This is an optimization exercise on Yosys and OpenROAD, whose aim is small area, not a production implementation.
In this exercise RTL edits were held to simulation tests only and were not proved equivalent to the original.

[flow/design.v]
module phot_stage (
    input  wire        clk,
    input  wire        rst,             
    input  wire [16:0] scale,           
    input  wire        floor_protect,
    input  wire [15:0] nb_gain,         
    input  wire [2:0]  rate,            
    input  wire        maint,           
    input  wire        cfg_we,
    input  wire [8:0]  cfg_addr,
    input  wire [15:0] cfg_wdata,
    input  wire        in_valid,
    input  wire [15:0] in_d,            
    input  wire [15:0] in_m,            
    input  wire        in_h,            
    input  wire [15:0] in_f,            
    input  wire [15:0] in_g,            
    input  wire [1:0]  in_cls,          
    input  wire [3:0]  in_tidx,         
    input  wire        in_probe,        
    input  wire        in_last,         
    output reg         out_valid,
    output reg  [11:0] out_code,
    output reg  [2:0]  out_probe,       
    output reg         out_last,
    output reg  [36:0] out_q_in,        
    output reg  [36:0] out_q_out,
    output reg  [32:0] out_c_n,
    output reg  [32:0] out_c_t
);
    reg [15:0] knot [0:256];
    reg [15:0] palette [1:15];
    always @(posedge clk) begin
        if (cfg_we) begin
            if (cfg_addr <= 9'd256)
                knot[cfg_addr] <= cfg_wdata;
            else if (cfg_addr <= 9'h10F)
                palette[cfg_addr[3:0]] <= cfg_wdata;
        end
    end
    reg        v1, h1, last1, probe1;
    reg [15:0] d1, m1, f1, g1;
    reg [1:0]  cls1;
    reg [3:0]  tidx1;
    always @(posedge clk) begin
        if (rst) v1 <= 1'b0;
        else     v1 <= in_valid;
        d1 <= in_d;  m1 <= in_m;  h1 <= in_h;  f1 <= in_f;  g1 <= in_g;
        cls1 <= in_cls;  tidx1 <= in_tidx;  probe1 <= in_probe;  last1 <= in_last;
    end
    wire [31:0] p3 = d1 * m1 + 32'd32767;
    wire [32:0] q3 = {1'b0, p3} + {17'd0, p3[31:16]} + 33'd1;
    wire [15:0] y3 = q3[31:16];
    wire [15:0] y4 = h1 ? y3 : ((y3 > f1) ? y3 : f1);
    wire        masked = ~maint & ((m1 != 16'hFFFF) | h1);
    reg        v2, h2, last2, probe2, masked2;
    reg [15:0] y4_2, f2, g2;
    reg [1:0]  cls2;
    reg [3:0]  tidx2;
    always @(posedge clk) begin
        if (rst) v2 <= 1'b0;
        else     v2 <= v1;
        y4_2 <= y4;  h2 <= h1;  f2 <= f1;  g2 <= g1;  masked2 <= masked;
        cls2 <= cls1;  tidx2 <= tidx1;  probe2 <= probe1;  last2 <= last1;
    end
    wire [32:0] p5  = y4_2 * scale + 33'd32768;
    wire [16:0] y5a = p5[32:16];
    wire [15:0] y5s = (y5a > 17'hFFFF) ? 16'hFFFF : y5a[15:0];
    wire [15:0] y5  = (floor_protect && !h2 && f2 > y5s) ? f2 : y5s;
    wire        trump = (tidx2 != 4'd0);
    wire [15:0] y6  = trump ? palette[tidx2] : y5;
    reg        v3, last3, probe3, masked3, trump3;
    reg [15:0] y4_3, y5_3, y6_3, g3;
    reg [1:0]  cls3;
    always @(posedge clk) begin
        if (rst) v3 <= 1'b0;
        else     v3 <= v2;
        y4_3 <= y4_2;  y5_3 <= y5;  y6_3 <= y6;  g3 <= g2;  trump3 <= trump;
        masked3 <= masked2;  cls3 <= cls2;  probe3 <= probe2;  last3 <= last2;
    end
    wire [31:0] p7a = y6_3 * g3 + 32'd8192;
    wire [17:0] y7a_w = p7a[31:14];
    wire [15:0] y7a = (y7a_w > 18'hFFFF) ? 16'hFFFF : y7a_w[15:0];
    reg        v4, last4, probe4, masked4, trump4;
    reg [15:0] y4_4, y5_4, y7a_4;
    reg [1:0]  cls4;
    always @(posedge clk) begin
        if (rst) v4 <= 1'b0;
        else     v4 <= v3;
        y4_4 <= y4_3;  y5_4 <= y5_3;  y7a_4 <= y7a;  trump4 <= trump3;
        masked4 <= masked3;  cls4 <= cls3;  probe4 <= probe3;  last4 <= last3;
    end
    wire [31:0] p7b = y7a_4 * nb_gain + 32'd8192;
    wire [17:0] y7b_w = p7b[31:14];
    wire [15:0] y7b = (y7b_w > 18'hFFFF) ? 16'hFFFF : y7b_w[15:0];
    wire        dark4 = cls4[0];                  
    wire [15:0] y7 = (cls4 == 2'd2) ? y7b : y7a_4;
    reg        v5, last5, probe5, masked5, trump5, dark5;
    reg [15:0] y4_5, y5_5, y7_5;
    always @(posedge clk) begin
        if (rst) v5 <= 1'b0;
        else     v5 <= v4;
        y4_5 <= y4_4;  y5_5 <= y5_4;  y7_5 <= y7;  trump5 <= trump4;
        masked5 <= masked4;  dark5 <= dark4;  probe5 <= probe4;  last5 <= last4;
    end
    wire [8:0]  ti  = {1'b0, y7_5[15:8]};
    wire [15:0] ka  = knot[ti];
    wire [15:0] kb  = knot[ti + 9'd1];
    wire [15:0] ta  = (ka > 16'd65520) ? 16'd65520 : ka;
    wire [15:0] tb  = (kb > 16'd65520) ? 16'd65520 : kb;
    reg        v6, last6, probe6, masked6, trump6, dark6;
    reg [15:0] y4_6, y5_6, ta6, tb6;
    reg [7:0]  tf6;
    always @(posedge clk) begin
        if (rst) v6 <= 1'b0;
        else     v6 <= v5;
        y4_6 <= y4_5;  y5_6 <= y5_5;  ta6 <= ta;  tb6 <= tb;  tf6 <= y7_5[7:0];
        trump6 <= trump5;  masked6 <= masked5;  dark6 <= dark5;
        probe6 <= probe5;  last6 <= last5;
    end
    wire signed [16:0] dt  = $signed({1'b0, tb6}) - $signed({1'b0, ta6});
    wire signed [25:0] pi  = dt * $signed({1'b0, tf6}) + 26'sd128;
    wire signed [17:0] qi  = $signed({2'b00, ta6}) + (pi >>> 8);
    wire        [17:0] qr  = qi + 18'd8;          
    wire        [13:0] cq  = qr[17:4];
    wire        [11:0] cv  = (cq > 14'd4095) ? 12'd4095 : cq[11:0];
    wire        [11:0] code = dark6 ? 12'd0 : cv;
    reg        v7, last7, probe7, masked7, trump7, dark7;
    reg [15:0] y4_7, y5_7;
    reg [11:0] code7;
    always @(posedge clk) begin
        if (rst) v7 <= 1'b0;
        else     v7 <= v6;
        y4_7 <= y4_6;  y5_7 <= y5_6;  code7 <= code;  trump7 <= trump6;
        masked7 <= masked6;  dark7 <= dark6;  probe7 <= probe6;  last7 <= last6;
    end
    reg [19:0] pn;
    always @(*) begin
        case (rate)
            3'd0:    pn = 20'd833333;
            3'd1:    pn = 20'd500000;
            3'd2:    pn = 20'd416666;
            3'd3:    pn = 20'd277777;
            default: pn = 20'd208333;
        endcase
    end
    wire [31:0] on_time = (code7 * pn) >> 14;     
    reg [2:0] probe_res;
    always @(*) begin
        if (!probe7)                          probe_res = 3'd0;
        else if (code7 == 12'd0 || dark7)     probe_res = 3'd2;    
        else if (on_time >= 32'd32)           probe_res = 3'd3;    
        else if (masked7)                     probe_res = 3'd4;    
        else                                  probe_res = 3'd1;    
    end
    reg [36:0] acc_q_in, acc_q_out;
    reg [32:0] acc_c_n, acc_c_t;
    wire [36:0] nq_in  = acc_q_in  + (trump7 ? 37'd0 : {21'd0, y4_7});
    wire [36:0] nq_out = acc_q_out + (trump7 ? 37'd0 : {21'd0, y5_7});
    wire [32:0] nc_n   = acc_c_n   + (trump7 ? 33'd0 : {21'd0, code7});
    wire [32:0] nc_t   = acc_c_t   + (trump7 ? {21'd0, code7} : 33'd0);
    always @(posedge clk) begin
        if (rst) begin
            out_valid <= 1'b0;
            acc_q_in  <= 37'd0;
            acc_q_out <= 37'd0;
            acc_c_n   <= 33'd0;
            acc_c_t   <= 33'd0;
        end else begin
            out_valid <= v7;
            if (v7) begin
                if (last7) begin
                    acc_q_in  <= 37'd0;
                    acc_q_out <= 37'd0;
                    acc_c_n   <= 33'd0;
                    acc_c_t   <= 33'd0;
                end else begin
                    acc_q_in  <= nq_in;
                    acc_q_out <= nq_out;
                    acc_c_n   <= nc_n;
                    acc_c_t   <= nc_t;
                end
            end
        end
        out_code  <= code7;
        out_probe <= probe_res;
        out_last  <= last7;
        out_q_in  <= nq_in;
        out_q_out <= nq_out;
        out_c_n   <= nc_n;
        out_c_t   <= nc_t;
    end
endmodule
[flow/run.sh]
#!/bin/bash
# synth_recipe.tcl (not shown) runs the flow's synth.tcl, then flattens the netlist and writes it again
# the make line also repeats each setting of config.mk as NAME=value (left out here)
make -C /OpenROAD-flow-scripts/flow DESIGN_CONFIG=/design/flow/config.mk WORK_HOME=/design/flow/orfs CLKGATE_MAP_FILE= SYNTH_SCRIPT=/design/flow/synth_recipe.tcl finish
[flow/config.mk]
export PLATFORM = sky130hd
export DESIGN_NAME = phot_stage
export DESIGN_NICKNAME = phot_stage
export VERILOG_FILES = /design/flow/design.v
export SDC_FILE = /design/flow/constraint.sdc
export NUM_CORES = 4
export LEC_CHECK = 0
export CAP_MARGIN = 20
export CORE_MARGIN = 2
export CORE_UTILIZATION = 40
export SLEW_MARGIN = 20
export SYNTH_MEMORY_MAX_BITS = 8192
[flow/constraint.sdc]
create_clock -name core_clock -period 12.0 [get_ports {clk}]
set_input_delay 2.4000 -clock core_clock [delete_from_list [all_inputs] [get_ports {clk}]]
set_output_delay 2.4000 -clock core_clock [all_outputs]
set_load 0.01 [all_outputs]
==> flow_metrics.tcl <==
set metrics [dict create \
    rows 302 \
    crit_fanout 17 \
    cap_violations 0 \
    avgRoutedWirePerCell_um 30.55 \
    numCtsBuffers 556 \
    die_h_um 826.6 \
    worstPathArrival_ns 11.82 \
    cts_tree "done" \
    reg2reg_depth 40 \
    clk_pin_slew_ns 0.07 \
    hold_viol 0 \
    final_common_cell "edfxtp_1" \
    antenna_left 0 \
    postSynthCellCount 17140 \
    dpl_cell_area_um2 286100 \
    die-area_um2 683300 \
    vias_per_cell 5.994 \
    grt_pass1_vias 163000 \
    antenna_found_initial 76 \
    nFillCells 58430 \
    r2r-end "y4_2[10]$_DFF_P_" \
    post-route-period-util_pct 91.09 \
    status "complete, no violations" \
    syn_to_final_growth_pct 12.26 \
    syn_avg_cell_area_um2 15.79 \
    min_path_cells 0 \
    tightest_slew_ns 1.299 \
    ys_ff_latch 5090 \
    synthFlopType "edfxtp_1" \
    hold_start "masked3$_DFF_P_" \
    required_ns 12.89 \
    syn_area_um2 270700 \
    place_hpwl_um 536500 \
    timing.rr.start "m1[7]$_DFF_P_" \
    num_vias 161200 \
    cts.path.max_buffers 4 \
    drt_pass1_iterations 8 \
    drive_gt1_share_pct 23.32 \
    setup_viol 0 \
    io_buffers 296 \
    synth_warnings 1 \
    ios 297 \
    fp.dieW_um 826.6 \
    whs_endpoint "masked4$_DFF_P_" \
    grt_pass1_wl_um 1178000 \
    coreArea_um2 675200 \
    hold_buffers 0 \
    slowest_delay_ns 0.89 \
    grt_usage_pct 23.67 \
    hold_class "flip-flop to flip-flop" \
    insertion_delay_ns 1.10 \
    gr-total-overflow 0 \
    drt_iter0_markers 19930 \
    final_cell_mix "edfxtp_1 (4352), mux4_2 (2436), nand2_1 (1659)" \
    cts_sinks 5090 \
    fin_cells 26900 \
    cp-end-kind "flip-flop" \
    synth_edf_count 4352 \
    crit_type "flip-flop to flip-flop" \
    h-tree-depth 6 \
    grt_max_degree 197 \
    crit_slowest_cell "dfxtp_1" \
    synth.net_count 19090 \
    postCtsSetupRepairBufs 0 \
    yosysSeqAreaShare_pct 53.74 \
    max_freq_ghz 0.09148 \
    r2r_slack_ns 1.07 \
    final_area_um2 303900 \
    fin_tns_setup_ns 0 \
    fin_nets 19440 \
    maxSlewHeadroom_pct 10.94 \
    slew_violations 0 \
    synthArstFlopShare_pct 0 \
    start_util_pct 40.09 \
    critPathLaunchType "flip-flop" \
    rsz0062_at_grt "no" \
    drt_wl_total_um 821700 \
    cp_common_cell "fa_1" \
    postCtsResizedCells 0 \
    yosys.cell_types.count 99 \
    period_needed_ns 10.93 \
    root_buffer "clkbuf_16" \
    drc 0 \
    finClkSkew_ns 0.1138 \
    dp.cells 25900 \
    place_congestion 0.8837 \
]
layout make-up:
cell class              instances  area, um2  share of cell area, %
clock inverters               297       2919                 0.9606
flip-flops and latches       5090     145500                  47.88
repair buffers                832       7517                  2.474
clock buffers                 677      14800                  4.870
multi-input cells            9613     116600                  38.38
diodes                         23      57.56                0.01894
inverters                    1395       5239                  1.724
well taps                    8968      11220                  3.693
routing by layer:
layer  vias up  routed length [um]  track usage (%)
met2      8024              383200            37.41
met4        36               31530            7.787
met5         -                 633                0
met3      1471               86050            5.684
li1      65940                   -                -
met1     85740              320200            32.39
worst max-delay path: cells and delay by family, from the launching register on:
family | cells | cell delay [ns]
buffers and inverters | 4 | 0.43
AOI/OAI and AO/OA | 18 | 3.68
adders and majority gates | 9 | 4.20
DFF | 1 | 0.89
and+or+nand+nor | 8 | 1.25
muxes | 1 | 0.36
stage by stage:
step	hold slack (ns)	utilization [%]	worst slack [ns]
floorplan	0.3096	-	1.628
finish	0.2912	45.00	1.069
global placement	0.3104	42.36	0.3993
global route	0.3094	44.99	0.2695
CTS	0.2962	44.99	1.114
detailed placement	0.3121	42.36	0.4355
state kept, by name (all words and copies together) (netlist names), 33 cells and up:
| register | cells |
|---|---|
| acc_c_t | 33 |
| out_c_t | 33 |
| out_q_out | 37 |
| palette | 240 |
| knot | 4112 |
| acc_q_in | 37 |
| out_q_in | 37 |
| out_c_n | 33 |
| acc_c_n | 33 |
| acc_q_out | 37 |
cells in the mapped netlist (44+ instances only):
| master | n | area, um2 |
|---|---|---|
| or3_1 | 44 | 275.3 |
| a22oi_1 | 63 | 473.0 |
| buf_2 | 341 | 1707 |
| nand4_1 | 140 | 875.8 |
| and3_1 | 58 | 362.9 |
| and2_1 | 544 | 3403 |
| mux4_2 | 2436 | 54860 |
| a31oi_1 | 66 | 412.9 |
| nor3_1 | 92 | 460.4 |
| nand3_1 | 337 | 1687 |
| nand2b_1 | 66 | 412.9 |
| dfxtp_1 | 738 | 14770 |
| o21ai_0 | 176 | 880.8 |
| xnor2_1 | 169 | 1480 |
| fa_1 | 1095 | 21920 |
| clkbuf_1 | 521 | 1956 |
| xor2_1 | 93 | 814.5 |
| nand2_1 | 1668 | 6261 |
| a21oi_1 | 294 | 1471 |
| nor2_1 | 592 | 2222 |
| mux2i_1 | 168 | 1682 |
| buf_1 | 110 | 412.9 |
| nor2b_1 | 107 | 669.4 |
| ha_1 | 713 | 8921 |
| inv_1 | 1390 | 5218 |
| edfxtp_1 | 4352 | 130700 |
| o21a_1 | 53 | 397.9 |
| a21o_1 | 87 | 653.1 |
| a32oi_1 | 106 | 928.4 |
| buf_4 | 56 | 420.4 |
how the worst max path moves through the flow:
stage                             start          endpoint  slack (ns)  cells past startpoint
after detailed placement      scale[13]   y6_3[5]$_DFF_P_        0.44                     34
after floorplan                scale[7]  y6_3[11]$_DFF_P_        1.63                     35
after global placement        scale[12]  y6_3[12]$_DFF_P_        0.40                     34
final                     m1[7]$_DFF_P_  y4_2[10]$_DFF_P_        1.07                     40
after global routing      m1[7]$_DFF_P_  y4_2[12]$_DFF_P_        0.27                     40
after CTS                 m1[7]$_DFF_P_  y4_2[12]$_DFF_P_        1.11                     39
cells by family (layout without fill, tap and decap cells):
logic type / count (synthesis) / in the layout / synth area share [%]
buf+inv: 2435 / 3201 / 3.645
xor+xnor: 263 / 263 / 0.8538
mux: 2646 / 2646 / 21.06
other cells: 0 / 23 / 0
flops: 5090 / 5090 / 53.74
compound gates: 1146 / 1146 / 2.873
fa+ha+maj: 1808 / 1808 / 11.39
simple gates: 3750 / 3750 / 6.429

[separate check: timing with driven ports]
No port has a modelled driver above. Below, the same layout with a new extraction and two added sets of constraints.
Step 1 sets driving cells, clkbuf_16 on the clock port and buf_2 on the other inputs (assumed; they add their load-dependent delay and slew).
Step 2 moves the port delays by t, midway between the first and last clock arrival at a register: inputs arrive t later, outputs are due t later. That takes back most of the time a late clock gives input paths.
Slacks: no drivers / after step 1 / after step 2; pairs: no drivers / after step 1.
t (ns): 1.190
slack for setup (ns): 1.069 / 1.069 / 0.524
worst hold slack (ns): 0.291 / 0.291 / 0.291
slew at the worst register clock pin (ns): 0.07 / 0.07
cell pins on the clock port's net: 1
After both steps this run still meets setup and hold. The setup slack of this run moves by 0.000 ns with the drivers and by -0.545 ns with both steps.
